What follows belongs to an exercise in optimizing a design on an open flow for small area, a short achievable clock period and few clock cycles per item; a production flow would make more cautious choices.
At most, simulation tests tie the RTL to the original design; equivalence was not proved.
Only the layout flow was run in run 1; the RTL was not checked for function there.
Power is estimated from default activity; no workload was simulated.

==> flow/design.v <==
module mf_thresh #(
    parameter T = 8
) (
    input  wire               clk,
    input  wire               rst,           
    input  wire               in_valid,
    output wire               in_ready,
    input  wire               in_kind,       
    input  wire        [15:0] in_chan,
    input  wire signed [31:0] in_value,
    input  wire        [7:0]  in_flags,      
    input  wire        [15:0] in_tout,       
    input  wire        [15:0] in_tag,
    input  wire        [2:0]  in_thr,
    input  wire        [2:0]  in_field,      
    input  wire        [31:0] in_data,
    output wire               rep_valid,
    input  wire               rep_ready,
    output reg         [2:0]  rep_thr,
    output reg         [1:0]  rep_old,
    output reg         [1:0]  rep_new,
    output reg  signed [31:0] rep_value,
    output reg         [15:0] rep_tag
);
    localparam [1:0] UNKNOWN = 2'd0, BELOW = 2'd1, INSIDE = 2'd2, ABOVE = 2'd3;
    localparam [15:0] NONE = 16'hFFFF;
    integer t;
    reg        [15:0] chan  [0:T-1];
    reg signed [31:0] upper [0:T-1];
    reg signed [31:0] lower [0:T-1];
    reg        [31:0] hyst  [0:T-1];
    reg        [15:0] dwell [0:T-1];
    reg        [1:0]  zone  [0:T-1];
    reg        [1:0]  cand  [0:T-1];
    reg        [T-1:0] nz;              
    reg        [15:0] rr    [0:T-1];    
    reg        [15:0] tl    [0:T-1];    
    reg  rdy;
    assign in_ready = rdy;
    reg               s1v, s1k, s1clr, s1skip;
    reg        [15:0] s1chan;
    reg signed [31:0] s1val;
    reg        [15:0] s1tout, s1tag;
    reg               s2v, s2k, s2clr, s2skip;
    reg        [T-1:0] s2m, s2bu, s2leu, s2bl, s2lel;
    reg signed [31:0] s2val;
    reg        [15:0] s2tout, s2tag;
    reg               s3v, s3k, s3clr, s3skip;
    reg        [T-1:0] s3m, s3gtu, s3ltl, s3hu, s3hl, s3ne;
    reg signed [31:0] s3val;
    reg        [15:0] s3tout, s3tag;
    reg               rv;
    reg        [T-1:0] gf;
    reg        [1:0]  gold [0:T-1];
    reg        [1:0]  gnew [0:T-1];
    assign rep_valid = rv;
    reg        [2:0]  sph;           
    reg        [2:0]  sidx;
    reg        [3:0]  scnt;
    reg        [15:0] sdw, stl, sq, sr, sp;
    reg               ssat;
    wire s3go = s3v & (s3k | (~rv & ~|s3ne));
    wire s2go = ~s3v | s3go;
    wire s1go = ~s2v | s2go;
    wire [2:0] s1thr   = s1chan[2:0];
    wire [2:0] s1field = s1chan[5:3];
    reg [T-1:0] c_m, c_bu, c_leu, c_bl, c_lel;
    reg [16:0]  dul, dll;
    always @* begin
        for (t = 0; t < T; t = t + 1) begin
            c_m[t]   = s1v && !s1k && (chan[t] != NONE) && (chan[t] == s1chan);
            dul      = {1'b0, upper[t][15:0]} - {1'b0, s1val[15:0]};
            dll      = {1'b0, s1val[15:0]} - {1'b0, lower[t][15:0]};
            c_bu[t]  = dul[16];
            c_bl[t]  = dll[16];
            c_leu[t] = dul[15:0] <= hyst[t][15:0];
            c_lel[t] = dll[15:0] <= hyst[t][15:0];
        end
    end
    reg [T-1:0] c_gtu, c_ltl, c_hu, c_hl, c_ne;
    reg [16:0]  duh, dlh;
    always @* begin
        for (t = 0; t < T; t = t + 1) begin
            duh = {upper[t][31], upper[t][31:16]} - {s2val[31], s2val[31:16]} - s2bu[t];
            dlh = {s2val[31], s2val[31:16]} - {lower[t][31], lower[t][31:16]} - s2bl[t];
            c_gtu[t] = duh[16];
            c_ltl[t] = dlh[16];
            c_hu[t]  = (duh[15:0] < hyst[t][31:16]) || (duh[15:0] == hyst[t][31:16] && s2leu[t]);
            c_hl[t]  = (dlh[15:0] < hyst[t][31:16]) || (dlh[15:0] == hyst[t][31:16] && s2lel[t]);
            if (s3v && !s3k && s3m[t] && !s3skip)
                c_ne[t] = s2m[t] && !s2skip && (s3tout != s2tout);
            else
                c_ne[t] = s2m[t] && !s2skip && (tl[t] != s2tout) && nz[t];
        end
    end
    wire [2:0]  w_thr   = s3tag[2:0];
    wire [2:0]  w_field = s3tag[5:3];
    reg [T-1:0] fire, upd, n_nz;
    reg [1:0]   z0 [0:T-1];
    reg [1:0]   cc [0:T-1];
    reg [1:0]   n_zone [0:T-1];
    reg [1:0]   n_cand [0:T-1];
    reg [15:0]  n_rr   [0:T-1];
    reg [1:0]   cd0;
    reg [16:0]  dc, dn;
    reg         same, cont, ok, wt;
    always @* begin
        for (t = 0; t < T; t = t + 1) begin
            z0[t] = s3clr ? UNKNOWN : zone[t];
            cd0   = s3clr ? UNKNOWN : cand[t];
            if (s3gtu[t])                       cc[t] = ABOVE;
            else if (s3ltl[t])                  cc[t] = BELOW;
            else if (z0[t] == ABOVE && s3hu[t]) cc[t] = ABOVE;
            else if (z0[t] == BELOW && s3hl[t]) cc[t] = BELOW;
            else                                cc[t] = INSIDE;
            same = cc[t] == z0[t];
            cont = (cc[t] == cd0) && nz[t] && !s3clr;
            dc   = {1'b0, rr[t]} + {1'b0, ~s3tout} + 17'd1;
            dn   = {1'b0, dwell[t]} + {1'b0, ~s3tout};
            ok   = cont ? !dc[16] : !dn[16];
            fire[t] = !s3k && s3m[t] && !s3skip && !same && ok;
            wt   = s3k && (w_thr == t) && (w_field <= 3'd4);
            upd[t] = (!s3k && s3m[t]) || wt;
            n_rr[t] = cont ? dc[15:0] : dn[15:0];
            if (s3k) begin
                n_zone[t] = (w_field == 3'd0) ? UNKNOWN : zone[t];
                n_cand[t] = (w_field == 3'd0) ? UNKNOWN : cand[t];
                n_nz[t]   = 1'b0;
            end else if (s3skip) begin
                n_zone[t] = z0[t];
                n_cand[t] = cd0;
                n_nz[t]   = nz[t] && !s3clr;
            end else begin
                n_zone[t] = (!same && ok) ? cc[t] : z0[t];
                n_cand[t] = cc[t];
                n_nz[t]   = !same && !ok;
            end
        end
    end
    wire [T-1:0] ff  = fire & (~fire + 1'b1);
    wire [T-1:0] gff = gf & (~gf + 1'b1);
    reg  [2:0]   ff_thr, gff_thr;
    reg  [1:0]   ff_old, ff_new, gff_old, gff_new;
    always @* begin
        ff_thr = 3'd0; ff_old = 2'd0; ff_new = 2'd0;
        gff_thr = 3'd0; gff_old = 2'd0; gff_new = 2'd0;
        for (t = 0; t < T; t = t + 1) begin
            if (ff[t]) begin
                ff_thr = ff_thr | t[2:0];
                ff_old = ff_old | z0[t];
                ff_new = ff_new | cc[t];
            end
            if (gff[t]) begin
                gff_thr = gff_thr | t[2:0];
                gff_old = gff_old | gold[t];
                gff_new = gff_new | gnew[t];
            end
        end
    end
    wire [T-1:0] s_low  = s3ne & (~s3ne + 1'b1);
    wire [16:0]  s_r2   = {sr, sq[15]};
    wire [16:0]  s_r2m  = s_r2 - {1'b0, stl};
    wire [17:0]  s_p2   = {1'b0, sp, 1'b0} + (s_r2m[16] ? 18'd0 : {2'b00, s3tout});
    wire [16:0]  s_left = {1'b0, sdw} + {1'b0, ~sp};      
    wire [15:0]  s_res  = (ssat || !s_left[16]) ? 16'd0 : s_left[15:0];
    wire         s_need = nz[sidx] && (tl[sidx] != s3tout);
    wire        s1v_n = (in_valid & rdy) | (s1v & ~s1go);
    wire        s2v_n = s1go ? s1v : s2v;
    wire        s3v_n = s2go ? s2v : s3v;
    wire        s3k_n = s2go ? s2k : s3k;
    reg [T-1:0] s3ne_n;
    reg         rv_n;
    always @* begin
        s3ne_n = s3ne;
        if (s2go) s3ne_n = c_ne;
        else if ((sph == 3'd1 && !s_need) || sph == 3'd4) s3ne_n = s3ne & ~(8'd1 << sidx);
        rv_n = rv;
        if (s3go && !s3k) rv_n = |fire;
        else if (rv && rep_ready && gf == {T{1'b0}}) rv_n = 1'b0;
    end
    always @(posedge clk) begin
        if (rst) begin
            rdy  <= 1'b1;
            s1v  <= 1'b0;
            s2v  <= 1'b0;
            s3v  <= 1'b0;
            s3ne <= {T{1'b0}};
            rv   <= 1'b0;
            gf   <= {T{1'b0}};
            sph  <= 3'd0;
            nz   <= {T{1'b0}};
            for (t = 0; t < T; t = t + 1) begin
                chan[t]  <= NONE;
                upper[t] <= 32'sh7FFFFFFF;
                lower[t] <= 32'sh80000000;
                hyst[t]  <= 32'd0;
                dwell[t] <= 16'd0;
                zone[t]  <= UNKNOWN;
                cand[t]  <= UNKNOWN;
            end
        end else begin
            rdy <= ~s1v_n | ~s2v_n | ~s3v_n | s3k_n | (~rv_n & ~|s3ne_n);
            s1v <= s1v_n;
            if (rdy) begin
                s1k    <= in_kind;
                s1chan <= in_kind ? {10'd0, in_field, in_thr} : in_chan;
                s1clr  <= in_flags[7];
                s1skip <= in_flags[0] | in_flags[1];
                s1val  <= in_kind ? in_data : in_value;
                s1tout <= in_tout;
                s1tag  <= in_tag;
            end
            if (s1go && s1v && s1k) begin
                for (t = 0; t < T; t = t + 1) begin
                    if (s1thr == t) begin
                        case (s1field)
                            3'd0: chan[t]  <= s1val[15:0];
                            3'd1: upper[t] <= s1val;
                            3'd2: lower[t] <= s1val;
                            3'd3: hyst[t]  <= s1val;
                            default: ;
                        endcase
                    end
                end
            end
            s2v <= s2v_n;
            if (s1go) begin
                s2k    <= s1k;
                s2m    <= c_m;
                s2clr  <= s1clr;
                s2skip <= s1skip;
                s2val  <= s1val;
                s2tout <= s1tout;
                s2tag  <= s1k ? {10'd0, s1chan[5:0]} : s1tag;
                s2bu   <= c_bu;
                s2leu  <= c_leu;
                s2bl   <= c_bl;
                s2lel  <= c_lel;
            end
            s3v  <= s3v_n;
            s3ne <= s3ne_n;
            if (s2go) begin
                s3k    <= s2k;
                s3m    <= s2m;
                s3clr  <= s2clr;
                s3skip <= s2skip;
                s3val  <= s2val;
                s3tout <= s2tout;
                s3tag  <= s2tag;
                s3gtu  <= c_gtu;
                s3ltl  <= c_ltl;
                s3hu   <= c_hu;
                s3hl   <= c_hl;
            end
            if (s3go) begin
                for (t = 0; t < T; t = t + 1) begin
                    if (upd[t]) begin
                        zone[t] <= n_zone[t];
                        cand[t] <= n_cand[t];
                        nz[t]   <= n_nz[t];
                        if (!s3k && !s3skip) begin
                            rr[t] <= n_rr[t];
                            tl[t] <= s3tout;
                        end
                    end
                    if (s3k && w_thr == t && w_field == 3'd4)
                        dwell[t] <= s3val[15:0];
                end
            end
            rv <= rv_n;
            if (s3go && !s3k) begin
                rep_thr   <= ff_thr;
                rep_old   <= ff_old;
                rep_new   <= ff_new;
                rep_value <= s3val;
                rep_tag   <= s3tag;
                gf        <= fire & ~ff;
                for (t = 0; t < T; t = t + 1) begin
                    gold[t] <= z0[t];
                    gnew[t] <= cc[t];
                end
            end else if (rv && rep_ready && gf != {T{1'b0}}) begin
                rep_thr <= gff_thr;
                rep_old <= gff_old;
                rep_new <= gff_new;
                gf      <= gf & ~gff;
            end
            case (sph)
                3'd0: if (s3v && !s3k && s3ne != {T{1'b0}}) begin
                    sph <= 3'd1;
                    for (t = T - 1; t >= 0; t = t - 1)
                        if (s_low[t]) sidx <= t[2:0];
                end
                3'd1: begin
                    sdw <= dwell[sidx];
                    stl <= tl[sidx];
                    sq  <= rr[sidx];
                    sph <= s_need ? 3'd2 : 3'd0;
                end
                3'd2: begin
                    sq   <= sdw + ~sq;           
                    sr   <= 16'd0;
                    sp   <= 16'd0;
                    ssat <= 1'b0;
                    scnt <= 4'd0;
                    sph  <= 3'd3;
                end
                3'd3: begin
                    scnt <= scnt + 4'd1;
                    sq   <= {sq[14:0], 1'b0};
                    sr   <= s_r2m[16] ? s_r2[15:0] : s_r2m[15:0];
                    sp   <= s_p2[15:0];
                    ssat <= ssat | (s_p2[17:16] != 2'd0);
                    if (scnt == 4'd15) sph <= 3'd4;
                end
                default: begin
                    sph <= 3'd0;
                    rr[sidx] <= s_res;
                    tl[sidx] <= s3tout;
                end
            endcase
        end
    end
endmodule
==> flow/run.sh <==
#!/bin/bash
# synth_recipe.tcl (not shown) runs the flow's synth.tcl, then flattens the netlist and writes it again
# the make line also repeats each setting of config.mk as NAME=value (left out here)
make -C /OpenROAD-flow-scripts/flow DESIGN_CONFIG=/design/flow/config.mk WORK_HOME=/design/flow/orfs CLKGATE_MAP_FILE= SYNTH_SCRIPT=/design/flow/synth_recipe.tcl finish
==> flow/config.mk <==
export PLATFORM = sky130hd
export DESIGN_NAME = mf_thresh
export DESIGN_NICKNAME = mf_thresh
export VERILOG_FILES = /design/flow/design.v
export SDC_FILE = /design/flow/constraint.sdc
export NUM_CORES = 4
export LEC_CHECK = 0
export CAP_MARGIN = 30
export CORE_MARGIN = 2
export CORE_UTILIZATION = 30
export PLACE_DENSITY = 0.5
export SLEW_MARGIN = 30
==> flow/constraint.sdc <==
create_clock -name core_clock -period 18.0 [get_ports {clk}]
set_input_delay 3.6000 -clock core_clock [delete_from_list [all_inputs] [get_ports {clk}]]
set_output_delay 3.6000 -clock core_clock [all_outputs]
set_load 0.01 [all_outputs]
==> metrics.sh, run 1 <==
OUTCOME='finished clean'
PLACEABLECOREAREA_SQ_UM=410000
TIMING.FINAL.CRIT_PERIOD_NS=6.12
WL_UM=427000
CRITPATHCAPTURETYPE='flip-flop'
SYNTH-EDFF-COUNT=724
SYNTH-SIMPLE-AREA-SHARE_PCT=14.8
POSTSYNTH.TOPFLOPCELL='sky130_fd_sc_hd__dfxtp_1'
HOLD_START='s3val[17]$_DFFE_PP_'
CTS_MADE_BUFFERS=219
SETUP.WORST_PATH.START='sq[15]$_DFFE_PP_'
ROUTEDWLPERCELL_UM=21.4
GROUTE.USAGE.OVERALL_PCT=19.8
DOMINANT_COMBINATIONAL_CELL_FAMILY_BY_AREA_AFTER_SYNTHESIS='adder cells'
CLK_ROOT_BUFFER_CELL='sky130_fd_sc_hd__clkbuf_16'
MAX_FREQ_MHz=164
TIMING_WORST_SLEW_PIN_VALUE_NS=1.11
DETAIL_ROUTE.VIAS_PER_CELL=5.01
ROW_COUNT=235
DESIGN.DIE.AREA_SQ_UM=417000
CPMAXSTAGEDELAYCELL='sky130_fd_sc_hd__edfxtp_1'
SYNTH_SEQ_AREA_SHARE_PCT=35.2
POWER_PER_STANDARD_CELL_AREA_nW_PER_UM2=76.2
TOP_LEVEL_PORTS=188
OVERFLOW=0
SETUP.WORST_PATH.CLASS='flip-flop to flip-flop'
IO_BUF_COUNT=182
POST_SYNTH_MAIN_AREA_CONTRIBUTORS='sky130_fd_sc_hd__dfxtp_1 (18%), sky130_fd_sc_hd__edfxtp_1 (18%), sky130_fd_sc_hd__ha_1 (16%)'
TRITONCTS='yes'
CTS_REPAIR_RESIZE_COUNT=0
CRIT_TOP_CELL='sky130_fd_sc_hd__o21ai_0'
DATA_REQUIRED_TIME_AT_THE_WORST_ENDPOINT_NS=18.68
DPL.HPWL_UM=306000
LAYOUT_NETS=16000
POSTSYNTH.ASYNCRESETSHARE_PCT=0
VIA_COUNT_OF_THE_FIRST_GLOBAL_ROUTING_PASS=93800
GP_ROUTABILITY_CONGESTION=0.892
WORSTSETUPSTARTPOINTTYPE='flip-flop'
SYNTH_FP_NETS=15900
MOST_COMMON_CELL_AFTER_LAYOUT_FILL_AND_TAPS_ASIDE='sky130_fd_sc_hd__nand2_1'
DRIVE_ABOVE_1_SHARE_PCT=5.98
SYNTHESIS.YOSYS.WARNINGS=15
FLOORPLAN.DIE.WIDTH_UM=646
COMMONEST_NON_FILL_NON_TAP_CELLS_IN_THE_LAYOUT='sky130_fd_sc_hd__nand2_1 (2,100), sky130_fd_sc_hd__ha_1 (1,567), sky130_fd_sc_hd__inv_1 (1,413)'
CTS_HOLD_REPAIR.BUFFERS=0
SYNTH_CELL_TYPE_COUNT=90
LAYOUT.CELLS.NON_FILLER=19900
MAX_STAGE_DELAY_NS=0.44
POST-CTS-SETUP-BUFFERS=0
SYNTH_TOP_AREA_CELL='sky130_fd_sc_hd__dfxtp_1'
VIAS=99700
CTS_MAX_LEVEL=4
POWER_LEAKAGE_nW=55.8
COUNT_OF_STATE_ELEMENTS_AFTER_SYNTHESIS=1811
WORST_IR_DROP_VDD_mV=0.0835
PLACED_CELLS=19500
SYNTH_TOP_AREA_SHARE_PCT=17.6
FLOORPLAN.DIE.HEIGHT_UM=646
YOSYS.AREA_SHARE.ADDER_PCT=17.0
CRIT_PATH_DAT_NS=6.80
PRE_CTS_SETUP_SLACK_NS=11.35
CTS.SINK_COUNT=1811
POST_ROUTE_STANDARD_CELL_AREA_EXCLUDING_FILLERS_SQ_UM=140000
WORSTHOLDPATHTYPE='flip-flop to flip-flop'
DRT_FIRST_PASS_ITERS=6
CRIT_BUF_INV=2
CLOCK_TREE_BUF_DEPTH=4
SYNTH.MUX.AREA_FRACTION_PCT=3.37
SYN_AREA_PER_CELL_SQ_UM=8.72
RR_STARTPOINT='sq[15]$_DFFE_PP_'
GRT_MAX_DEGREE=161
FINAL.PERIOD_UTILIZATION_PCT=34.0
ANTENNA_FOUND_INITIAL=16
CRITPATHTOPFAMILY='compound AO/OA/AOI/OAI gates'
SETUP-TNS-FINAL_NS=0
RSZ_0062_RAISED_AFTER_GLOBAL_ROUTING='false'
FINALHOLDVIOLATIONS=0
SETUP_WS_NS=11.88
FIN_WORST_SKEW_NS=0.0577
SYNTH-COMPOUND-AREA-SHARE_PCT=16.9
CP_MAX_FO=32
WORST_SLEW_MARGIN_REL_PCT=25.3
DRT_ITER0_DRC=7249
FINALSETUPVIOLCOUNT=0
PATH_CLK_SLEW_NS=0.06
INITIAL_CORE_UTIL_PCT=30.2
FINAL_COUNT_OF_PINS_VIOLATING_MAX_SLEW=0
DPL_CELL_AREA_SQ_UM=133000
YOSYS.AREA_SHARE.XOR_XNOR_PCT=6.58
ROUTE.DETAILED.DRC=0
POSTSYNTHCELLCOUNT=14200
NETLIST_AREA_SQ_UM=124000
AREA.GROWTH.SYNTH_TO_FINAL_PCT=13.3
MAX_CAP_VIOL_COUNT=0
FINALPOWER_mW=10.7
GRT_FIRST_PASS_WIRELENGTH_UM=623000
WORSTSKEWPAIRLATENCY_NS=0.94
ROUTE.ANTENNA.REMAINING_NETS=0
synthesized netlist by cell type, types with 197 or more instances:
| library cell | instances |
|---|---|
| sky130_fd_sc_hd__a21o_1 | 223 |
| sky130_fd_sc_hd__a21oi_1 | 1310 |
| sky130_fd_sc_hd__clkbuf_1 | 527 |
| sky130_fd_sc_hd__dfxtp_1 | 1087 |
| sky130_fd_sc_hd__edfxtp_1 | 724 |
| sky130_fd_sc_hd__ha_1 | 1567 |
| sky130_fd_sc_hd__inv_1 | 1416 |
| sky130_fd_sc_hd__mux2i_1 | 245 |
| sky130_fd_sc_hd__nand2_1 | 2114 |
| sky130_fd_sc_hd__nand3_1 | 197 |
| sky130_fd_sc_hd__nor2_1 | 695 |
| sky130_fd_sc_hd__nor2b_1 | 224 |
| sky130_fd_sc_hd__o211ai_1 | 284 |
| sky130_fd_sc_hd__o21a_1 | 214 |
| sky130_fd_sc_hd__o21ai_0 | 489 |
| sky130_fd_sc_hd__xnor2_1 | 608 |
| sky130_fd_sc_hd__xor2_1 | 321 |
worst reg2reg max path: stages, from the launching register on:
cell	delay (ns)
sky130_fd_sc_hd__edfxtp_1	0.44
sky130_fd_sc_hd__inv_1	0.07
sky130_fd_sc_hd__ha_1	0.21
sky130_fd_sc_hd__fa_1	0.42
sky130_fd_sc_hd__nor2b_1	0.12
sky130_fd_sc_hd__o21ai_0	0.10
sky130_fd_sc_hd__a21boi_0	0.25
sky130_fd_sc_hd__o21ai_0	0.19
sky130_fd_sc_hd__a211o_1	0.32
sky130_fd_sc_hd__a31oi_1	0.29
sky130_fd_sc_hd__a211o_1	0.19
sky130_fd_sc_hd__a21oi_1	0.10
sky130_fd_sc_hd__xnor2_2	0.14
sky130_fd_sc_hd__buf_4	0.43
sky130_fd_sc_hd__and2_1	0.20
sky130_fd_sc_hd__ha_1	0.24
sky130_fd_sc_hd__nor2b_1	0.15
sky130_fd_sc_hd__o21ai_0	0.20
sky130_fd_sc_hd__a21boi_0	0.14
sky130_fd_sc_hd__o21ai_0	0.22
sky130_fd_sc_hd__a21boi_0	0.15
sky130_fd_sc_hd__o21ai_0	0.31
sky130_fd_sc_hd__a21oi_1	0.15
sky130_fd_sc_hd__o21ai_0	0.42
sky130_fd_sc_hd__o21ai_0	0.18
sky130_fd_sc_hd__xnor2_1	0.17
sky130_fd_sc_hd__nor2_1	0.05
sequential cells by signal (all words and copies together) (netlist names), 32 cells and up:
signal,cells
upper,256
rep_value,32
hyst,256
tl,128
rr,128
s3val,32
chan,128
s1val,32
s2val,32
dwell,128
lower,256
final timing paths:
kind	slack (ns)	cells past startpoint	endpoint
setup / recovery	11.88	26	sp[15]$_SDFFCE_PN0P_
hold / removal	0.40	0	rep_value[17]$_DFFE_PP_
setup reg to reg	11.88	26	sp[15]$_SDFFCE_PN0P_
hold reg to reg	0.40	0	rep_value[17]$_DFFE_PP_
per-stage QoR:
step | utilization, % | hold slack, ns
CTS | 34.1 | 0.401
floorplan | - | 0.400
finish | 34.2 | 0.401
global route | 34.2 | 0.406
global placement | 32.3 | 0.400
detailed placement | 32.4 | 0.405
routing by layer:
metal | wire length (um) | track usage (%) | part of all wire [%] | vias up
li1 | - | - | - | 49700
met4 | 18000 | 7.43 | 4.2 | 0
met2 | 203000 | 34.1 | 47 | 2309
met1 | 188000 | 25.7 | 44 | 47100
met5 | 0 | 0 | 0 | -
met3 | 18500 | 1.82 | 4.3 | 576
report_power, final:
group	internal, mW	switching (mW)	total, mW
clock	2.64	1.96	4.61
sequential	4.33	0.0751	4.40
combinational	0.661	0.998	1.66
cell type report:
class,count,area [sq um]
tap,5451,6820
inverter,1425,5360
clock inverter,122,1240
sequential,1811,43500
multi-input combinational,10400,73000
fill,42700,270000
timing repair buffer,454,4060
clock buffer,286,6050
antenna,2,5.00
logic make-up after synthesis:
family / after synthesis
simple gates: 4096
compound gates: 3345
buf+inv: 2005
flops: 1811
fa+ha+maj: 1635
xor+xnor: 929
mux: 354
==> run 2: changes to the inputs <==
--- a/flow/design.v
+++ b/flow/design.v
@@ -38,4 +38,6 @@
     reg  rdy;
     assign in_ready = rdy;
+    reg  rst_q;
+    always @(posedge clk) rst_q <= rst;
     reg               s1v, s1k, s1clr, s1skip;
     reg        [15:0] s1chan;
@@ -43,5 +45,5 @@
     reg        [15:0] s1tout, s1tag;
     reg               s2v, s2k, s2clr, s2skip;
-    reg        [T-1:0] s2m, s2bu, s2leu, s2bl, s2lel;
+    reg        [T-1:0] s2m, s2bu, s2bl, s2au, s2cu, s2al, s2cl, s2ne;
     reg signed [31:0] s2val;
     reg        [15:0] s2tout, s2tag;
@@ -57,39 +59,91 @@
     reg        [2:0]  sph;           
     reg        [2:0]  sidx;
-    reg        [3:0]  scnt;
+    reg        [4:0]  scnt;
     reg        [15:0] sdw, stl, sq, sr, sp;
     reg               ssat;
+    reg        [1:0]  sqb;
+    reg        [17:0] sto3, stl3;    
     wire s3go = s3v & (s3k | (~rv & ~|s3ne));
     wire s2go = ~s3v | s3go;
     wire s1go = ~s2v | s2go;
+    function automatic cy16(input [15:0] a, input [15:0] b, input ci);
+        reg [15:0] g, p;
+        reg [7:0]  g1, p1;
+        reg [3:0]  g2, p2;
+        reg [1:0]  g3, p3;
+        integer i;
+        begin
+            g = a & b;
+            p = a | b;
+            for (i = 0; i < 8; i = i + 1) begin
+                g1[i] = g[2*i+1] | (p[2*i+1] & g[2*i]);
+                p1[i] = p[2*i+1] & p[2*i];
+            end
+            for (i = 0; i < 4; i = i + 1) begin
+                g2[i] = g1[2*i+1] | (p1[2*i+1] & g1[2*i]);
+                p2[i] = p1[2*i+1] & p1[2*i];
+            end
+            for (i = 0; i < 2; i = i + 1) begin
+                g3[i] = g2[2*i+1] | (p2[2*i+1] & g2[2*i]);
+                p3[i] = p2[2*i+1] & p2[2*i];
+            end
+            cy16 = g3[1] | (p3[1] & g3[0]) | (p3[1] & p3[0] & ci);
+        end
+    endfunction
+    function automatic cy17(input [16:0] a, input [16:0] b, input ci);
+        begin
+            cy17 = (a[16] & b[16]) | ((a[16] | b[16]) & cy16(a[15:0], b[15:0], ci));
+        end
+    endfunction
     wire [2:0] s1thr   = s1chan[2:0];
     wire [2:0] s1field = s1chan[5:3];
-    reg [T-1:0] c_m, c_bu, c_leu, c_bl, c_lel;
-    reg [16:0]  dul, dll;
+    reg [T-1:0] c_m, c_bu, c_bl, c_au, c_cu, c_al, c_cl, c_ne;
+    reg [15:0]  lx, ly, lz, ls, lc;
     always @* begin
         for (t = 0; t < T; t = t + 1) begin
             c_m[t]   = s1v && !s1k && (chan[t] != NONE) && (chan[t] == s1chan);
-            dul      = {1'b0, upper[t][15:0]} - {1'b0, s1val[15:0]};
-            dll      = {1'b0, s1val[15:0]} - {1'b0, lower[t][15:0]};
-            c_bu[t]  = dul[16];
-            c_bl[t]  = dll[16];
-            c_leu[t] = dul[15:0] <= hyst[t][15:0];
-            c_lel[t] = dll[15:0] <= hyst[t][15:0];
+            c_bu[t]  = !cy16(upper[t][15:0], ~s1val[15:0], 1'b1);
+            c_bl[t]  = !cy16(s1val[15:0], ~lower[t][15:0], 1'b1);
+            lx = hyst[t][15:0]; ly = s1val[15:0]; lz = ~upper[t][15:0];
+            ls = lx ^ ly ^ lz;
+            lc = (lx & ly) | (lx & lz) | (ly & lz);
+            c_au[t]  = lc[15];
+            c_cu[t]  = cy16(ls, {lc[14:0], 1'b1}, 1'b0);
+            lx = hyst[t][15:0]; ly = lower[t][15:0]; lz = ~s1val[15:0];
+            ls = lx ^ ly ^ lz;
+            lc = (lx & ly) | (lx & lz) | (ly & lz);
+            c_al[t]  = lc[15];
+            c_cl[t]  = cy16(ls, {lc[14:0], 1'b1}, 1'b0);
+            if (s2v && !s2k && s2m[t] && !s2skip)
+                c_ne[t] = c_m[t] && !s1skip && (s2tout != s1tout);
+            else if (s3v && !s3k && s3m[t] && !s3skip)
+                c_ne[t] = c_m[t] && !s1skip && (s3tout != s1tout);
+            else
+                c_ne[t] = c_m[t] && !s1skip && (tl[t] != s1tout) && nz[t];
         end
     end
-    reg [T-1:0] c_gtu, c_ltl, c_hu, c_hl, c_ne;
-    reg [16:0]  duh, dlh;
+    reg [T-1:0] c_gtu, c_ltl, c_hu, c_hl;
+    reg [16:0]  ha, hb;
+    reg [17:0]  hx, hy, hz, hs, hc;
     always @* begin
         for (t = 0; t < T; t = t + 1) begin
-            duh = {upper[t][31], upper[t][31:16]} - {s2val[31], s2val[31:16]} - s2bu[t];
-            dlh = {s2val[31], s2val[31:16]} - {lower[t][31], lower[t][31:16]} - s2bl[t];
-            c_gtu[t] = duh[16];
-            c_ltl[t] = dlh[16];
-            c_hu[t]  = (duh[15:0] < hyst[t][31:16]) || (duh[15:0] == hyst[t][31:16] && s2leu[t]);
-            c_hl[t]  = (dlh[15:0] < hyst[t][31:16]) || (dlh[15:0] == hyst[t][31:16] && s2lel[t]);
-            if (s3v && !s3k && s3m[t] && !s3skip)
-                c_ne[t] = s2m[t] && !s2skip && (s3tout != s2tout);
-            else
-                c_ne[t] = s2m[t] && !s2skip && (tl[t] != s2tout) && nz[t];
+            ha = {upper[t][31], upper[t][31:16]};
+            hb = ~{s2val[31], s2val[31:16]};
+            c_gtu[t] = ha[16] ^ hb[16] ^ cy16(ha[15:0], hb[15:0], !s2bu[t]);
+            ha = {s2val[31], s2val[31:16]};
+            hb = ~{lower[t][31], lower[t][31:16]};
+            c_ltl[t] = ha[16] ^ hb[16] ^ cy16(ha[15:0], hb[15:0], !s2bl[t]);
+            hx = {2'b00, hyst[t][31:16]};
+            hy = {{2{s2val[31]}}, s2val[31:16]};
+            hz = ~{{2{upper[t][31]}}, upper[t][31:16]};
+            hs = hx ^ hy ^ hz;
+            hc = {(hx & hy) | (hx & hz) | (hy & hz), 1'b0} | {17'd0, s2au[t]};
+            c_hu[t]  = !(hs[17] ^ hc[17] ^ cy17(hs[16:0], hc[16:0], s2cu[t]));
+            hx = {2'b00, hyst[t][31:16]};
+            hy = {{2{lower[t][31]}}, lower[t][31:16]};
+            hz = ~{{2{s2val[31]}}, s2val[31:16]};
+            hs = hx ^ hy ^ hz;
+            hc = {(hx & hy) | (hx & hz) | (hy & hz), 1'b0} | {17'd0, s2al[t]};
+            c_hl[t]  = !(hs[17] ^ hc[17] ^ cy17(hs[16:0], hc[16:0], s2cl[t]));
         end
     end
@@ -159,7 +213,14 @@
     end
     wire [T-1:0] s_low  = s3ne & (~s3ne + 1'b1);
-    wire [16:0]  s_r2   = {sr, sq[15]};
-    wire [16:0]  s_r2m  = s_r2 - {1'b0, stl};
-    wire [17:0]  s_p2   = {1'b0, sp, 1'b0} + (s_r2m[16] ? 18'd0 : {2'b00, s3tout});
+    wire [17:0]  s_r4   = {sr, sq[15:14]};
+    wire [18:0]  s_d1   = {1'b0, s_r4} - {3'b000, stl};
+    wire [18:0]  s_d2   = {1'b0, s_r4} - {2'b00, stl, 1'b0};
+    wire [18:0]  s_d3   = {1'b0, s_r4} - {1'b0, stl3};
+    wire [1:0]   s_q    = !s_d3[18] ? 2'd3 : !s_d2[18] ? 2'd2 : !s_d1[18] ? 2'd1 : 2'd0;
+    wire [15:0]  s_rn   = !s_d3[18] ? s_d3[15:0] : !s_d2[18] ? s_d2[15:0] :
+                          !s_d1[18] ? s_d1[15:0] : s_r4[15:0];
+    wire [17:0]  s_qt   = (sqb == 2'd3) ? sto3 : (sqb == 2'd2) ? {1'b0, s3tout, 1'b0} :
+                          (sqb == 2'd1) ? {2'b00, s3tout} : 18'd0;
+    wire [18:0]  s_p2   = {1'b0, sp, 2'b00} + {1'b0, s_qt};
     wire [16:0]  s_left = {1'b0, sdw} + {1'b0, ~sp};      
     wire [15:0]  s_res  = (ssat || !s_left[16]) ? 16'd0 : s_left[15:0];
@@ -170,8 +231,9 @@
     wire        s3k_n = s2go ? s2k : s3k;
     reg [T-1:0] s3ne_n;
+    wire [T-1:0] s2ne_n = s1go ? c_ne : s2ne;
     reg         rv_n;
     always @* begin
         s3ne_n = s3ne;
-        if (s2go) s3ne_n = c_ne;
+        if (s2go) s3ne_n = s2ne;
         else if ((sph == 3'd1 && !s_need) || sph == 3'd4) s3ne_n = s3ne & ~(8'd1 << sidx);
         rv_n = rv;
@@ -185,20 +247,11 @@
             s2v  <= 1'b0;
             s3v  <= 1'b0;
+            s2ne <= {T{1'b0}};
             s3ne <= {T{1'b0}};
             rv   <= 1'b0;
             gf   <= {T{1'b0}};
             sph  <= 3'd0;
-            nz   <= {T{1'b0}};
-            for (t = 0; t < T; t = t + 1) begin
-                chan[t]  <= NONE;
-                upper[t] <= 32'sh7FFFFFFF;
-                lower[t] <= 32'sh80000000;
-                hyst[t]  <= 32'd0;
-                dwell[t] <= 16'd0;
-                zone[t]  <= UNKNOWN;
-                cand[t]  <= UNKNOWN;
-            end
         end else begin
-            rdy <= ~s1v_n | ~s2v_n | ~s3v_n | s3k_n | (~rv_n & ~|s3ne_n);
+            rdy <= ~|s2ne_n & ~|s3ne_n & (~s1v_n | ~s2v_n | ~s3v_n | s3k_n | ~rv_n);
             s1v <= s1v_n;
             if (rdy) begin
@@ -211,5 +264,16 @@
                 s1tag  <= in_tag;
             end
-            if (s1go && s1v && s1k) begin
+            if (rst_q) begin
+                nz <= {T{1'b0}};
+                for (t = 0; t < T; t = t + 1) begin
+                    chan[t]  <= NONE;
+                    upper[t] <= 32'sh7FFFFFFF;
+                    lower[t] <= 32'sh80000000;
+                    hyst[t]  <= 32'd0;
+                    dwell[t] <= 16'd0;
+                    zone[t]  <= UNKNOWN;
+                    cand[t]  <= UNKNOWN;
+                end
+            end else if (s1go && s1v && s1k) begin
                 for (t = 0; t < T; t = t + 1) begin
                     if (s1thr == t) begin
@@ -234,8 +298,11 @@
                 s2tag  <= s1k ? {10'd0, s1chan[5:0]} : s1tag;
                 s2bu   <= c_bu;
-                s2leu  <= c_leu;
                 s2bl   <= c_bl;
-                s2lel  <= c_lel;
+                s2au   <= c_au;
+                s2cu   <= c_cu;
+                s2al   <= c_al;
+                s2cl   <= c_cl;
             end
+            s2ne <= s2ne_n;
             s3v  <= s3v_n;
             s3ne <= s3ne_n;
@@ -303,14 +370,18 @@
                     sp   <= 16'd0;
                     ssat <= 1'b0;
-                    scnt <= 4'd0;
+                    sqb  <= 2'd0;
+                    sto3 <= {2'b00, s3tout} + {1'b0, s3tout, 1'b0};
+                    stl3 <= {2'b00, stl} + {1'b0, stl, 1'b0};
+                    scnt <= 5'd0;
                     sph  <= 3'd3;
                 end
                 3'd3: begin
-                    scnt <= scnt + 4'd1;
-                    sq   <= {sq[14:0], 1'b0};
-                    sr   <= s_r2m[16] ? s_r2[15:0] : s_r2m[15:0];
+                    scnt <= scnt + 5'd1;
+                    sq   <= {sq[13:0], 2'b00};
+                    sr   <= s_rn;
+                    sqb  <= s_q;
                     sp   <= s_p2[15:0];
-                    ssat <= ssat | (s_p2[17:16] != 2'd0);
-                    if (scnt == 4'd15) sph <= 3'd4;
+                    ssat <= ssat | (s_p2[18:16] != 3'd0);
+                    if (scnt == 5'd8) sph <= 3'd4;
                 end
                 default: begin
==> flow/flow/run.sh (new file) <==
#!/bin/bash
# The standard layout, with its timing repair asked to leave extra setup
# slack on the design's clock, so that it also speeds up the paths the
# achieved period depends on. The constraints are the design's.
set -euo pipefail
bash standard.sh SETUP_SLACK_MARGIN=12.5 finish > standard_flow.log 2>&1
==> flow/standard.sh (new file) <==
#!/bin/bash
# synth_recipe.tcl (not shown) runs the flow's synth.tcl, then flattens the netlist and writes it again
# the make line also repeats each setting of config.mk as NAME=value (left out here)
make -C /OpenROAD-flow-scripts/flow DESIGN_CONFIG=/design/flow/config.mk WORK_HOME=/design/flow/orfs CLKGATE_MAP_FILE= SYNTH_SCRIPT=/design/flow/synth_recipe.tcl "${@:-finish}"
removed: flow/run.sh
==> metrics.sh, run 2 <==
OUTCOME='finished clean'
SYN_AREA_PER_CELL_SQ_UM=11.4
ROUTE.DETAILED.DRC=0
WORSTSETUPSTARTPOINTTYPE='primary input'
TIMING.FINAL.CRIT_PERIOD_NS=5.50
SYNTH_TOP_AREA_SHARE_PCT=47.1
MAX_CAP_VIOL_COUNT=0
DESIGN.DIE.AREA_SQ_UM=397000
FINALHOLDVIOLATIONS=0
ROUTEDWLPERCELL_UM=24.5
PLACEABLECOREAREA_SQ_UM=390000
GRT_FIRST_PASS_WIRELENGTH_UM=576000
CTS_MADE_BUFFERS=224
DPL.HPWL_UM=291000
WORST_IR_DROP_VDD_mV=0.0728
M1WIRELENGTH_UM=164000
CRIT_TOP_CELL='sky130_fd_sc_hd__buf_4'
YS_TOP_CELLS_BY_COUNT='sky130_fd_sc_hd__edfxtp_1 (1,843), sky130_fd_sc_hd__inv_1 (1,105), sky130_fd_sc_hd__nor2_1 (616)'
SYNTH_FP_NETS=11400
TRITONCTS='yes'
SYNTH.MOST_COMMON_CELL='sky130_fd_sc_hd__edfxtp_1'
DRIVE_ABOVE_1_SHARE_PCT=9.55
MAX_FREQ_MHz=182
TOPROUTINGLAYERUSED='met5'
SETUP_WS_NS=12.50
POWER_PER_STANDARD_CELL_AREA_nW_PER_UM2=85.7
POWER_LEAKAGE_nW=49.4
AREA.GROWTH.SYNTH_TO_FINAL_PCT=15.2
POSTSYNTH.TOPFLOPCELL='sky130_fd_sc_hd__edfxtp_1'
SETUP.WORST_PATH.START='rst'
SETUP-TNS-FINAL_NS=0
GP_ROUTABILITY_CONGESTION=0.925
RSZ_0062_RAISED_AFTER_GLOBAL_ROUTING='true'
WL_UM=394000
PATH_CLK_SLEW_NS=0.06
FLOORPLAN.DIE.HEIGHT_UM=630
CRITPATHTOPFAMILY='buffers and inverters'
POST_ROUTE_STANDARD_CELL_AREA_EXCLUDING_FILLERS_SQ_UM=135000
MOST_COMMON_CELL_AFTER_LAYOUT_FILL_AND_TAPS_ASIDE='sky130_fd_sc_hd__edfxtp_1'
IO_BUF_COUNT=182
SYNTH_TOP_AREA_CELL='sky130_fd_sc_hd__edfxtp_1'
WORSTHOLDPATHTYPE='flip-flop to flip-flop'
FINALSETUPVIOLCOUNT=0
PRE_CTS_SETUP_SLACK_NS=10.83
TIMING.CRITICAL_PATH.CELLS='buf_2, buf_4, buf_4, nor2b_2, nand3_2, o21ai_4, buf_4'
ANTENNA_FOUND_INITIAL=25
CRITPATHCAPTURETYPE='flip-flop'
OVERFLOW=0
HOLD_START='s2val[7]$_DFFE_PP_'
CRIT_PATH_DAT_NS=6.00
COUNT_OF_STATE_ELEMENTS_AFTER_SYNTHESIS=1875
VIAS=84300
FINAL_COUNT_OF_PINS_VIOLATING_MAX_SLEW=0
SETUP.WORST_PATH.CLASS='primary input to flip-flop'
DPL_CELL_AREA_SQ_UM=127000
CP_MAX_FO=32
DATA_REQUIRED_TIME_AT_THE_WORST_ENDPOINT_NS=18.50
WORSTSKEWPAIRLATENCY_NS=0.92
MET2_WIRELENGTH_UM=190000
CLOCK_TREE_BUF_DEPTH=4
INITIAL_CORE_UTIL_PCT=30.2
DRT_ITER0_DRC=7285
TOP_LEVEL_PORTS=188
CTS_MAX_LEVEL=4
FLOORPLAN.DIE.WIDTH_UM=630
CRIT_BUF_INV=4
COMMONEST_NON_FILL_NON_TAP_CELLS_IN_THE_LAYOUT='sky130_fd_sc_hd__edfxtp_1 (1,843), sky130_fd_sc_hd__inv_1 (1,091), sky130_fd_sc_hd__nand2_1 (611)'
FIN_WORST_SKEW_NS=0.0747
POSTSYNTH.ASYNCRESETSHARE_PCT=0
POST_SYNTH_MAIN_AREA_CONTRIBUTORS='sky130_fd_sc_hd__edfxtp_1 (47%), sky130_fd_sc_hd__fa_1 (9.1%), sky130_fd_sc_hd__ha_1 (4.5%)'
MAX_STAGE_DELAY_NS=0.46
RR_STARTPOINT='s2val[17]$_DFFE_PP_'
CTS.SINK_COUNT=1875
VIA_COUNT_OF_THE_FIRST_GLOBAL_ROUTING_PASS=86400
FINAL.PERIOD_UTILIZATION_PCT=30.6
LAYOUT_NETS=11700
WORST_SLEW_MARGIN_REL_PCT=24.5
DETAIL_ROUTE.VIAS_PER_CELL=5.25
DRT_FIRST_PASS_ITERS=9
NETLIST_AREA_SQ_UM=118000
ROW_COUNT=229
MET3_WIRELENGTH_UM=22000
CLK_ROOT_BUFFER_CELL='sky130_fd_sc_hd__clkbuf_16'
CPMAXSTAGEDELAYCELL='sky130_fd_sc_hd__nand3_2'
SYNTH_CELL_TYPE_COUNT=89
GROUTE.USAGE.OVERALL_PCT=19.4
TIMING_WORST_SLEW_PIN_VALUE_NS=1.10
SYNTH_SEQ_AREA_SHARE_PCT=47.6
ROUTE.ANTENNA.REMAINING_NETS=0
REG.LARGEST.LIST='hyst: 256 flops, lower: 256 flops, upper: 256 flops'
SYNTH-EDFF-COUNT=1843
POSTSYNTHCELLCOUNT=10300
GRT_MAX_DEGREE=125
SYNTHESIS.YOSYS.WARNINGS=15
run 2: cell types whose count changed after synthesis, sizes merged, moves of 316 or more:
cell / delta
inv: -316
maj3: +406
nand2: -1501
fa: +468
dfxtp: -1055
ha: -1146
edfxtp: +1119
a21oi: -824
run 2: final cells by class:
class / instances / area [sq um]
fillers: 38500 / 254000
clock buffers: 268 / 5880
multi-input cells: 6975 / 57000
diodes: 9 / 22.5
flip-flops and latches: 1875 / 56000
well taps: 5197 / 6500
inverters: 1113 / 4220
repair buffers: 462 / 4070
clock inverters: 143 / 1690
repair inverters: 1 / 7.51
run 2: routing by layer:
layer	up-vias	track usage, %
met1	42500	25.0
met4	6	7.79
li1	38300	-
met2	2722	33.3
met3	683	2.18
met5	-	0
run 2: logic make-up (layout without fill, tap and decap cells):
group / count (synthesis) / after routing / synth area share [%]
AOI/OAI and AO/OA: 2367 / 2367 / 13.4
buffers and inverters: 1454 / 1987 / 4.67
DFF: 1875 / 1875 / 47.6
muxes: 225 / 225 / 2.62
other: 0 / 9 / 0
and+or+nand+nor: 2444 / 2445 / 10.3
adders and majority gates: 1363 / 1363 / 17.1
xor gates and xnor gates: 575 / 575 / 4.28
run 2: worst paths after layout:
check / end / slack (ns) / cells after the start
worst min register to register: s3val[7]$_DFFE_PP_ / 0.39 / 0
worst max register to register: s3hu[2]$_DFFE_PP_ / 12.68 / 16
worst max-delay path: rr[5][5]$_DFFE_PP_ / 12.50 / 7
worst min-delay path: s3val[7]$_DFFE_PP_ / 0.39 / 0
run 2: repair_timing:
item                        CTS  global route
setup buffers                14            17
cloned                        1             1
setup endpoints to repair  1210           319
pin swaps                     2             1
gates resized for setup      80            40
hold buffers                  0             0
run 2: report_power, final:
part	internal (mW)	switching (mW)	total, mW	leakage, nW
sequential	4.99	0.134	5.12	17.4
clock	2.83	1.96	4.78	3.68
combinational	0.655	1.04	1.70	28.4
run 2: stage by stage:
stage	cells	util [%]	power [mW]	hold slack (ns)
final	16000	34.8	11.6	0.390
after global routing	16000	34.8	12.0	0.384
after CTS	16000	34.7	11.7	0.386
after detailed placement	15600	32.7	6.88	0.405
after global placement	15600	32.6	6.84	0.401
after floorplan	10300	-	6.25	0.400
Testbench counts of run 2, summed over its fixed seeds: cycles 33,483, items 32,320.
==> run 3: changes to the inputs <==
--- a/flow/design.v
+++ b/flow/design.v
@@ -27,5 +27,5 @@
     integer t;
     reg        [15:0] chan  [0:T-1];
-    reg signed [31:0] upper [0:T-1];
+    reg signed [31:0] nupper [0:T-1];    
     reg signed [31:0] lower [0:T-1];
     reg        [31:0] hyst  [0:T-1];
@@ -60,5 +60,5 @@
     reg        [2:0]  sidx;
     reg        [4:0]  scnt;
-    reg        [15:0] sdw, stl, sq, sr, sp;
+    reg        [15:0] stl, sq, sr, sp;
     reg               ssat;
     reg        [1:0]  sqb;
@@ -103,7 +103,7 @@
         for (t = 0; t < T; t = t + 1) begin
             c_m[t]   = s1v && !s1k && (chan[t] != NONE) && (chan[t] == s1chan);
-            c_bu[t]  = !cy16(upper[t][15:0], ~s1val[15:0], 1'b1);
-            c_bl[t]  = !cy16(s1val[15:0], ~lower[t][15:0], 1'b1);
-            lx = hyst[t][15:0]; ly = s1val[15:0]; lz = ~upper[t][15:0];
+            c_bu[t]  = cy16(s1val[15:0], nupper[t][15:0], 1'b0);
+            c_bl[t]  = cy16(lower[t][15:0], ~s1val[15:0], 1'b0);
+            lx = hyst[t][15:0]; ly = s1val[15:0]; lz = nupper[t][15:0];
             ls = lx ^ ly ^ lz;
             lc = (lx & ly) | (lx & lz) | (ly & lz);
@@ -128,13 +128,13 @@
     always @* begin
         for (t = 0; t < T; t = t + 1) begin
-            ha = {upper[t][31], upper[t][31:16]};
-            hb = ~{s2val[31], s2val[31:16]};
-            c_gtu[t] = ha[16] ^ hb[16] ^ cy16(ha[15:0], hb[15:0], !s2bu[t]);
             ha = {s2val[31], s2val[31:16]};
-            hb = ~{lower[t][31], lower[t][31:16]};
-            c_ltl[t] = ha[16] ^ hb[16] ^ cy16(ha[15:0], hb[15:0], !s2bl[t]);
+            hb = {nupper[t][31], nupper[t][31:16]};
+            c_gtu[t] = !(ha[16] ^ hb[16] ^ cy16(ha[15:0], hb[15:0], s2bu[t]));
+            ha = {lower[t][31], lower[t][31:16]};
+            hb = ~{s2val[31], s2val[31:16]};
+            c_ltl[t] = !(ha[16] ^ hb[16] ^ cy16(ha[15:0], hb[15:0], s2bl[t]));
             hx = {2'b00, hyst[t][31:16]};
             hy = {{2{s2val[31]}}, s2val[31:16]};
-            hz = ~{{2{upper[t][31]}}, upper[t][31:16]};
+            hz = {{2{nupper[t][31]}}, nupper[t][31:16]};
             hs = hx ^ hy ^ hz;
             hc = {(hx & hy) | (hx & hz) | (hy & hz), 1'b0} | {17'd0, s2au[t]};
@@ -223,5 +223,6 @@
                           (sqb == 2'd1) ? {2'b00, s3tout} : 18'd0;
     wire [18:0]  s_p2   = {1'b0, sp, 2'b00} + {1'b0, s_qt};
-    wire [16:0]  s_left = {1'b0, sdw} + {1'b0, ~sp};      
+    wire [15:0]  s_dw   = dwell[sidx];
+    wire [16:0]  s_left = {1'b0, s_dw} + {1'b0, ~sp};     
     wire [15:0]  s_res  = (ssat || !s_left[16]) ? 16'd0 : s_left[15:0];
     wire         s_need = nz[sidx] && (tl[sidx] != s3tout);
@@ -268,5 +269,5 @@
                 for (t = 0; t < T; t = t + 1) begin
                     chan[t]  <= NONE;
-                    upper[t] <= 32'sh7FFFFFFF;
+                    nupper[t] <= 32'sh80000000;
                     lower[t] <= 32'sh80000000;
                     hyst[t]  <= 32'd0;
@@ -280,5 +281,5 @@
                         case (s1field)
                             3'd0: chan[t]  <= s1val[15:0];
-                            3'd1: upper[t] <= s1val;
+                            3'd1: nupper[t] <= ~s1val;
                             3'd2: lower[t] <= s1val;
                             3'd3: hyst[t]  <= s1val;
@@ -360,5 +361,4 @@
                 end
                 3'd1: begin
-                    sdw <= dwell[sidx];
                     stl <= tl[sidx];
                     sq  <= rr[sidx];
@@ -366,5 +366,5 @@
                 end
                 3'd2: begin
-                    sq   <= sdw + ~sq;           
+                    sq   <= s_dw + ~sq;          
                     sr   <= 16'd0;
                     sp   <= 16'd0;
--- a/flow/flow/run.sh
+++ b/flow/flow/run.sh
@@ -4,3 +4,3 @@
 # achieved period depends on. The constraints are the design's.
 set -euo pipefail
-bash standard.sh SETUP_SLACK_MARGIN=12.5 finish > standard_flow.log 2>&1
+bash standard.sh SETUP_SLACK_MARGIN=13 finish > standard_flow.log 2>&1
--- a/flow/config.mk
+++ b/flow/config.mk
@@ -9,4 +9,6 @@
 export CORE_MARGIN = 2
 export CORE_UTILIZATION = 30
+export CTS_CLUSTER_DIAMETER = 100
+export CTS_CLUSTER_SIZE = 24
 export PLACE_DENSITY = 0.5
 export SLEW_MARGIN = 30
==> metrics.sh, run 3 <==
OUTCOME='finished clean'
WL_UM=388000
DPL.HPWL_UM=284000
FINALPOWER_mW=9.75
TIMING.CRITICAL_PATH.CELLS='buf_2'
SYNTH_FP_NETS=11500
FIN_HOLD_WS_NS=0.426
MAX_CAP_VIOL_COUNT=0
SYNTH_TOP_AREA_SHARE_PCT=46.8
ROUTEDWLPERCELL_UM=24.3
FINAL.FILL_COUNT=38700
CP_MAX_FO=1
POSTSYNTH.ASYNCRESETSHARE_PCT=0
SETUP-TNS-FINAL_NS=0
OVERFLOW=0
VIA_COUNT_OF_THE_FIRST_GLOBAL_ROUTING_PASS=83700
ROUTE.DETAILED.DRC=0
M1WIRELENGTH_UM=166000
DRT_FIRST_PASS_ITERS=8
POWER_LEAKAGE_nW=49.0
COUNT_OF_STATE_ELEMENTS_AFTER_SYNTHESIS=1859
CPMAXSTAGEDELAYCELL='sky130_fd_sc_hd__edfxtp_1'
CRITPATHCAPTURETYPE='output pin'
NETLIST_AREA_SQ_UM=117000
SYNTH_CELL_TYPE_COUNT=89
ROW_COUNT=229
DRIVE_ABOVE_1_SHARE_PCT=9.82
REG.LARGEST.LIST='hyst: 256 flops, lower: 256 flops, nupper: 256 flops'
MAX_STAGE_DELAY_NS=0.63
DPL_CELL_AREA_SQ_UM=127000
SYN_AREA_PER_CELL_SQ_UM=11.2
FLOORPLAN.DIE.HEIGHT_UM=629
WORSTSKEWPAIRLATENCY_NS=0.93
DETAIL_ROUTE.VIAS_PER_CELL=5.23
POWER_PER_STANDARD_CELL_AREA_nW_PER_UM2=73.7
WORST_IR_DROP_VDD_mV=0.0751
TOPROUTINGLAYERUSED='met4'
FINALHOLDVIOLATIONS=0
WORSTSETUPSTARTPOINTTYPE='flip-flop'
TRITONCTS='yes'
CRIT_BUF_INV=1
MET3_WIRELENGTH_UM=20900
PLACEABLECOREAREA_SQ_UM=389000
SYNTH.MOST_COMMON_CELL='sky130_fd_sc_hd__edfxtp_1'
MOST_COMMON_CELL_AFTER_LAYOUT_FILL_AND_TAPS_ASIDE='sky130_fd_sc_hd__edfxtp_1'
INITIAL_CORE_UTIL_PCT=30.2
SETUP.WORST_PATH.CLASS='flip-flop to output pin'
FINAL_COUNT_OF_PINS_VIOLATING_MAX_SLEW=0
ANTENNA_FOUND_INITIAL=16
SYNTH_TOP_AREA_CELL='sky130_fd_sc_hd__edfxtp_1'
CTS_HOLD_REPAIR.BUFFERS=0
CTS_MAX_LEVEL=3
LAYOUT_NETS=11800
GROUTE.USAGE.OVERALL_PCT=19.0
VIAS=83400
TOP_LEVEL_PORTS=188
SEQ_AREA_SQ_UM=55500
SYNTH-EDFF-COUNT=1827
DRT_ITER0_DRC=7424
MET2_WIRELENGTH_UM=183000
CRITPATHTOPFAMILY='flip-flops'
IO_BUF_COUNT=182
MAX_FREQ_MHz=185
FINAL_CORE_UTILIZATION_PCT=34.0
FIN_WORST_SKEW_NS=0.0868
WORSTHOLDPATHTYPE='flip-flop to flip-flop'
AREA.GROWTH.SYNTH_TO_FINAL_PCT=12.8
COMMONEST_NON_FILL_NON_TAP_CELLS_IN_THE_LAYOUT='sky130_fd_sc_hd__edfxtp_1 (1,827), sky130_fd_sc_hd__inv_1 (1,216), sky130_fd_sc_hd__nand2_1 (662)'
CRIT_PATH_DAT_NS=1.79
TIMING_WORST_SLEW_PIN_VALUE_NS=1.05
FLOORPLAN.DIE.WIDTH_UM=629
TIMING.FINAL.CRIT_PERIOD_NS=5.39
DESIGN.DIE.AREA_SQ_UM=396000
GRT_MAX_DEGREE=129
GRT_FIRST_PASS_WIRELENGTH_UM=565000
PATH_CLK_SLEW_NS=0.10
CTS_MADE_BUFFERS=111
POST_ROUTE_STANDARD_CELL_AREA_EXCLUDING_FILLERS_SQ_UM=132000
MULTIINPUTGATEAREA_SQ_UM=57500
WORST_SLEW_MARGIN_REL_PCT=29.0
CTS.SINK_COUNT=1859
YS_TOP_CELLS_BY_COUNT='sky130_fd_sc_hd__edfxtp_1 (1,827), sky130_fd_sc_hd__inv_1 (1,226), sky130_fd_sc_hd__nand2_1 (674)'
GP_ROUTABILITY_CONGESTION=0.899
ROUTE.ANTENNA.REMAINING_NETS=0
CLK_ROOT_BUFFER_CELL='sky130_fd_sc_hd__clkbuf_16'
SYNTH_SEQ_AREA_SHARE_PCT=47.3
FINALSETUPVIOLCOUNT=0
RSZ_0062_RAISED_AFTER_GLOBAL_ROUTING='true'
POSTSYNTH.TOPFLOPCELL='sky130_fd_sc_hd__edfxtp_1'
CLOCK_TREE_BUF_DEPTH=4
SYNTHESIS.YOSYS.WARNINGS=15
DATA_REQUIRED_TIME_AT_THE_WORST_ENDPOINT_NS=14.40
POSTSYNTHCELLCOUNT=10400
FINAL.PERIOD_UTILIZATION_PCT=30.0
POST_SYNTH_MAIN_AREA_CONTRIBUTORS='sky130_fd_sc_hd__edfxtp_1 (47%), sky130_fd_sc_hd__fa_1 (9.1%), sky130_fd_sc_hd__ha_1 (4.5%)'
[run 3: routing by layer]
metal,vias to the layer above,track usage (%)
li1,38100,-
met1,42200,25.2
met2,2585,32.2
met3,565,1.94
met4,0,7.22
met5,-,0
[run 3: kinds of logic (layout without fill, tap and decap cells)]
| kind of cell | Yosys count | after routing | share of synthesized area (%) |
|---|---|---|---|
| AND/OR/NAND/NOR | 2425 | 2427 | 10.1 |
| AO/OA/AOI/OAI | 2368 | 2368 | 13.2 |
| flip-flops | 1859 | 1859 | 47.3 |
| buffers and inverters | 1582 | 1897 | 5.10 |
| adder cells (fa/ha/maj) | 1410 | 1410 | 17.5 |
| XOR/XNOR | 593 | 593 | 4.43 |
| multiplexers | 196 | 196 | 2.35 |
| other | 0 | 3 | 0 |
[run 3: final cells by class]
class | count | area share (%)
flip-flops and latches | 1859 | 41.9
multi-input cells | 6994 | 43.4
clock inverters | 59 | 0.552
repair inverters | 1 | 0.00378
clock buffers | 128 | 2.15
diodes | 3 | 0.00567
repair buffers | 476 | 3.52
inverters | 1233 | 3.52
well taps | 5197 | 4.91
[run 3: final timing paths]
check	start	end	slack [ns]	cells after the start
worst min register to register	s3val[30]$_DFFE_PP_	rep_value[30]$_DFFE_PP_	0.43	0
worst max-delay path	rep_value[13]$_DFFE_PP_	rep_value[13]	12.61	1
worst min-delay path	s3val[30]$_DFFE_PP_	rep_value[30]$_DFFE_PP_	0.43	0
worst max register to register	s1val[0]$_DFFE_PP_	s2cu[0]$_DFFE_PP_	12.83	15
[run 3: where the power goes]
group / internal (mW) / switching, mW / leakage [nW]
clock network: 1.26 / 1.68 / 1.73
registers: 4.94 / 0.141 / 17.4
logic: 0.688 / 1.04 / 29.9
[run 3: through the flow]
stage	cells	setup WS [ns]
4_1_cts	15900	12.58
5_1_grt	15900	12.52
3_5_place_dp	15700	10.32
6_report	16000	12.61
3_3_place_gp	15700	10.41
2_1_floorplan	10400	10.46
[run 3: repair_timing]
| item | CTS | global route |
|---|---|---|
| pin swaps | 36 | 33 |
| setup buffers | 42 | 21 |
| resized for setup | 437 | 105 |
| gates cloned | 8 | 4 |
| setup endpoints to repair | 1241 | 561 |
Testbench counts of run 3, summed over its fixed seeds: cycles 33,483, items 32,320.
==> run 4: changes to the inputs <==
--- a/flow/design.v
+++ b/flow/design.v
@@ -212,4 +212,7 @@
         end
     end
+    wire       r_ld1 = s3go & ~s3k;
+    wire       r_ld2 = rv & rep_ready & (gf != {T{1'b0}});
+    wire [6:0] r_f   = r_ld1 ? {ff_thr, ff_old, ff_new} : {gff_thr, gff_old, gff_new};
     wire [T-1:0] s_low  = s3ne & (~s3ne + 1'b1);
     wire [17:0]  s_r4   = {sr, sq[15:14]};
@@ -337,10 +340,9 @@
             end
             rv <= rv_n;
-            if (s3go && !s3k) begin
-                rep_thr   <= ff_thr;
-                rep_old   <= ff_old;
-                rep_new   <= ff_new;
-                rep_value <= s3val;
-                rep_tag   <= s3tag;
+            {rep_thr, rep_old, rep_new} <= {rep_thr, rep_old, rep_new} ^
+                ({7{r_ld1 | r_ld2}} & (r_f ^ {rep_thr, rep_old, rep_new}));
+            {rep_value, rep_tag} <= {rep_value, rep_tag} ^
+                ({48{r_ld1}} & ({s3val, s3tag} ^ {rep_value, rep_tag}));
+            if (r_ld1) begin
                 gf        <= fire & ~ff;
                 for (t = 0; t < T; t = t + 1) begin
@@ -348,8 +350,5 @@
                     gnew[t] <= cc[t];
                 end
-            end else if (rv && rep_ready && gf != {T{1'b0}}) begin
-                rep_thr <= gff_thr;
-                rep_old <= gff_old;
-                rep_new <= gff_new;
+            end else if (r_ld2) begin
                 gf      <= gf & ~gff;
             end
==> metrics.sh, run 4 <==
SYNTH.MOST_COMMON_CELL='sky130_fd_sc_hd__edfxtp_1'
POST_SYNTH_MAIN_AREA_CONTRIBUTORS='sky130_fd_sc_hd__edfxtp_1 (47%), sky130_fd_sc_hd__fa_1 (9.2%), sky130_fd_sc_hd__ha_1 (4.5%)'
SYNTHESIS.YOSYS.WARNINGS=15
DRT_FIRST_PASS_ITERS=7
FLOORPLAN.DIE.WIDTH_UM=628
CP_MAX_FO=1
CTS_HOLD_REPAIR.BUFFERS=0
IO_BUF_COUNT=182
SYNTH_TOP_AREA_CELL='sky130_fd_sc_hd__edfxtp_1'
FINAL_COUNT_OF_PINS_VIOLATING_MAX_SLEW=0
CRIT_PATH_DAT_NS=1.80
COUNT_OF_STATE_ELEMENTS_AFTER_SYNTHESIS=1859
FINALHOLDVIOLATIONS=0
CPMAXSTAGEDELAYCELL='sky130_fd_sc_hd__edfxtp_1'
WORSTHOLDPATHTYPE='flip-flop to flip-flop'
PLACED_CELLS=15600
GROUTE.USAGE.OVERALL_PCT=19.4
SYN_AREA_PER_CELL_SQ_UM=11.3
PLACEABLECOREAREA_SQ_UM=388000
FINAL_CORE_UTILIZATION_PCT=33.7
WORSTSKEWPAIRLATENCY_NS=0.92
LAYOUT_NETS=11700
SETUP-TNS-FINAL_NS=0
WORST_IR_DROP_VDD_mV=0.0815
MAX_CAP_VIOL_COUNT=0
SYNTH_FP_NETS=11400
SETUP_WS_NS=12.60
LAYOUT.CELLS.NON_FILLER=15800
SYNTH_SEQ_AREA_SHARE_PCT=47.5
PATH_CLK_SLEW_NS=0.10
SYNTH_TOP_AREA_SHARE_PCT=47.0
FLOORPLAN.DIE.HEIGHT_UM=628
SYNTH-EDFF-COUNT=1827
MAX_STAGE_DELAY_NS=0.67
TIMING.CRITICAL_PATH.CELLS='buf_2'
DPL_CELL_AREA_SQ_UM=126000
TRITONCTS='yes'
GP_ROUTABILITY_CONGESTION=0.932
OVERFLOW=0
GRT_FIRST_PASS_WIRELENGTH_UM=566000
COMMONEST_NON_FILL_NON_TAP_CELLS_IN_THE_LAYOUT='sky130_fd_sc_hd__edfxtp_1 (1,827), sky130_fd_sc_hd__inv_1 (1,197), sky130_fd_sc_hd__nand2_1 (700)'
DRIVE_ABOVE_1_SHARE_PCT=9.36
MOST_COMMON_CELL_AFTER_LAYOUT_FILL_AND_TAPS_ASIDE='sky130_fd_sc_hd__edfxtp_1'
AREA.GROWTH.SYNTH_TO_FINAL_PCT=12.2
DRT_ITER0_DRC=7604
ANTENNA_FOUND_INITIAL=8
POST_ROUTE_STANDARD_CELL_AREA_EXCLUDING_FILLERS_SQ_UM=131000
RSZ_0062_RAISED_AFTER_GLOBAL_ROUTING='true'
FIN_WORST_SKEW_NS=0.0845
WL_UM=389000
DPL.HPWL_UM=292000
WORST_SLEW_MARGIN_REL_PCT=30.2
CTS_MAX_LEVEL=3
CLK_ROOT_BUFFER_CELL='sky130_fd_sc_hd__clkbuf_16'
YS_TOP_CELLS_BY_COUNT='sky130_fd_sc_hd__edfxtp_1 (1,827), sky130_fd_sc_hd__inv_1 (1,206), sky130_fd_sc_hd__nand2_1 (713)'
INITIAL_CORE_UTIL_PCT=30.1
FINAL.PERIOD_UTILIZATION_PCT=30.0
TIMING.FINAL.CRIT_PERIOD_NS=5.40
WORSTSETUPSTARTPOINTTYPE='flip-flop'
CLOCK_TREE_BUF_DEPTH=4
PRE_CTS_SETUP_SLACK_NS=11.10
REG.LARGEST.LIST='hyst: 256 flops, lower: 256 flops, nupper: 256 flops'
CTS.SINK_COUNT=1859
NETLIST_AREA_SQ_UM=117000
POWER_LEAKAGE_nW=48.2
CRITPATHCAPTURETYPE='output pin'
ROUTE.ANTENNA.REMAINING_NETS=0
OUTCOME='finished clean'
SYNTH_CELL_TYPE_COUNT=107
TIMING_WORST_SLEW_PIN_VALUE_NS=1.04
DETAIL_ROUTE.VIAS_PER_CELL=5.27
POSTSYNTHCELLCOUNT=10300
CRIT_BUF_INV=1
DATA_REQUIRED_TIME_AT_THE_WORST_ENDPOINT_NS=14.40
POSTSYNTH.ASYNCRESETSHARE_PCT=0
CRITPATHTOPFAMILY='flip-flops'
FINALSETUPVIOLCOUNT=0
VIA_COUNT_OF_THE_FIRST_GLOBAL_ROUTING_PASS=84000
GRT_MAX_DEGREE=77
ROW_COUNT=229
POSTSYNTH.TOPFLOPCELL='sky130_fd_sc_hd__edfxtp_1'
TOP_LEVEL_PORTS=188
ROUTE.DETAILED.DRC=0
POWER_PER_STANDARD_CELL_AREA_nW_PER_UM2=73.7
SETUP.WORST_PATH.CLASS='flip-flop to output pin'
VIAS=83500
MAX_FREQ_MHz=185
ROUTEDWLPERCELL_UM=24.6
CTS_MADE_BUFFERS=108
DESIGN.DIE.AREA_SQ_UM=394000
[run 4: changes by cell type after synthesis, moves of 39 or more]
cell	delta
sky130_fd_sc_hd__a211oi_1	+62
sky130_fd_sc_hd__a21o_1	-39
sky130_fd_sc_hd__maj3_1	-62
sky130_fd_sc_hd__nand2_1	+39
sky130_fd_sc_hd__nand2b_1	-131
sky130_fd_sc_hd__nand3_1	+44
sky130_fd_sc_hd__nor3_1	+64
sky130_fd_sc_hd__o21ai_0	-85
[run 4: power by group]
part | leakage (nW) | internal [mW] | switching [mW]
logic | 29.1 | 0.647 | 1.03
clock network | 1.69 | 1.26 | 1.63
registers | 17.4 | 4.94 | 0.152
total | 48.2 | 6.84 | 2.81
[run 4: per-stage QoR]
stage          power, mW  hold WS [ns]
2_1_floorplan       6.20         0.400
3_3_place_gp        6.78         0.401
3_5_place_dp        6.82         0.405
4_1_cts             9.72         0.423
5_1_grt             10.0         0.430
6_report            9.65         0.418
[run 4: timing repair]
action | CTS | global route
gates cloned | 10 | 1
pin swaps | 12 | 21
setup buffers | 35 | 18
setup endpoints to repair | 755 | 356
resized for setup | 358 | 81
[run 4: path summary, 6_finish.rpt]
kind	startpoint	end	slack (ns)	cells after the start
max	flip-flop	rep_value[7]	12.60	1
min	s3tag[7]$_DFFE_PP_	flip-flop	0.42	0
max reg2reg	sidx[1]$_SDFFCE_PP0P_	rr[2][11]$_DFFE_PP_	13.08	16
min reg2reg	s3tag[7]$_DFFE_PP_	flip-flop	0.42	0
[run 4: cell families (layout without fill, tap and decap cells)]
group | count (synthesis) | after routing | share of synthesized area (%)
other | 0 | 3 | 0
adder cells (fa/ha/maj) | 1334 | 1334 | 17.0
AO/OA/AOI/OAI | 2325 | 2326 | 13.2
flip-flops | 1859 | 1859 | 47.5
XOR/XNOR | 580 | 580 | 4.35
AND/OR/NAND/NOR | 2456 | 2458 | 10.1
multiplexers | 214 | 214 | 2.69
buffers and inverters | 1574 | 1872 | 5.13
[run 4: layer usage]
layer | GRT usage [%] | vias up | wire length, um
li1 | - | 37800 | -
met1 | 26.2 | 42600 | 169000
met2 | 32.3 | 2601 | 183000
met3 | 1.97 | 477 | 22100
met4 | 6.88 | 0 | 16000
met5 | 0 | - | 0
[run 4: area by class of cell]
cell class                      count  area, sq um
Antenna cell                        3         7.51
Clock buffer                      131         2850
Clock inverter                     53          652
Fill cell                       38500       257000
Inverter                         1219         4600
Multi-Input combinational cell   6912        56600
Sequential cell                  1859        55500
Tap cell                         5197         6500
Timing Repair Buffer              468         4260
Timing Repair inverter              1         5.00
[run 4: worst reg2reg max path, stage by stage (launching register included)]
cell	delay, ns
sky130_fd_sc_hd__edfxtp_1	0.41
sky130_fd_sc_hd__buf_4	0.17
sky130_fd_sc_hd__buf_4	0.17
sky130_fd_sc_hd__buf_4	0.16
sky130_fd_sc_hd__bufbuf_16	0.29
sky130_fd_sc_hd__mux4_2	0.23
sky130_fd_sc_hd__a21oi_1	0.09
sky130_fd_sc_hd__nor2_1	0.56
sky130_fd_sc_hd__ha_1	0.39
sky130_fd_sc_hd__inv_1	0.09
sky130_fd_sc_hd__o21bai_1	0.11
sky130_fd_sc_hd__a211o_1	0.34
sky130_fd_sc_hd__a2111oi_4	0.48
sky130_fd_sc_hd__nor3_1	0.13
sky130_fd_sc_hd__xor2_1	0.48
sky130_fd_sc_hd__nand2_2	0.33
sky130_fd_sc_hd__o21ai_0	0.27
Testbench counts of run 4, summed over its fixed seeds: cycles 33,483, items 32,320.

re-timing with driven ports:
No port has a modelled driver above. Below, the same layouts with a new extraction and two added sets of constraints.
Step 1 assumes that a clkbuf_16 drives the clock port and a buf_2 every other input.
Step 2 also shifts input and output timing later by t, the mid clock arrival at the registers, as if the neighbouring blocks saw the same clock.
Three values: ideal ports, drivers, drivers and shift; two values: the first two.
run	t, ns	setup slack, ns
run 1	1.016	11.885 / 11.874 / 11.198
run 2	0.987	12.499 / 12.481 / 11.560
run 3	0.990	12.609 / 12.506 / 12.103
run 4	0.985	12.604 / 12.499 / 12.059
After both steps setup and hold are still met in every run listed.
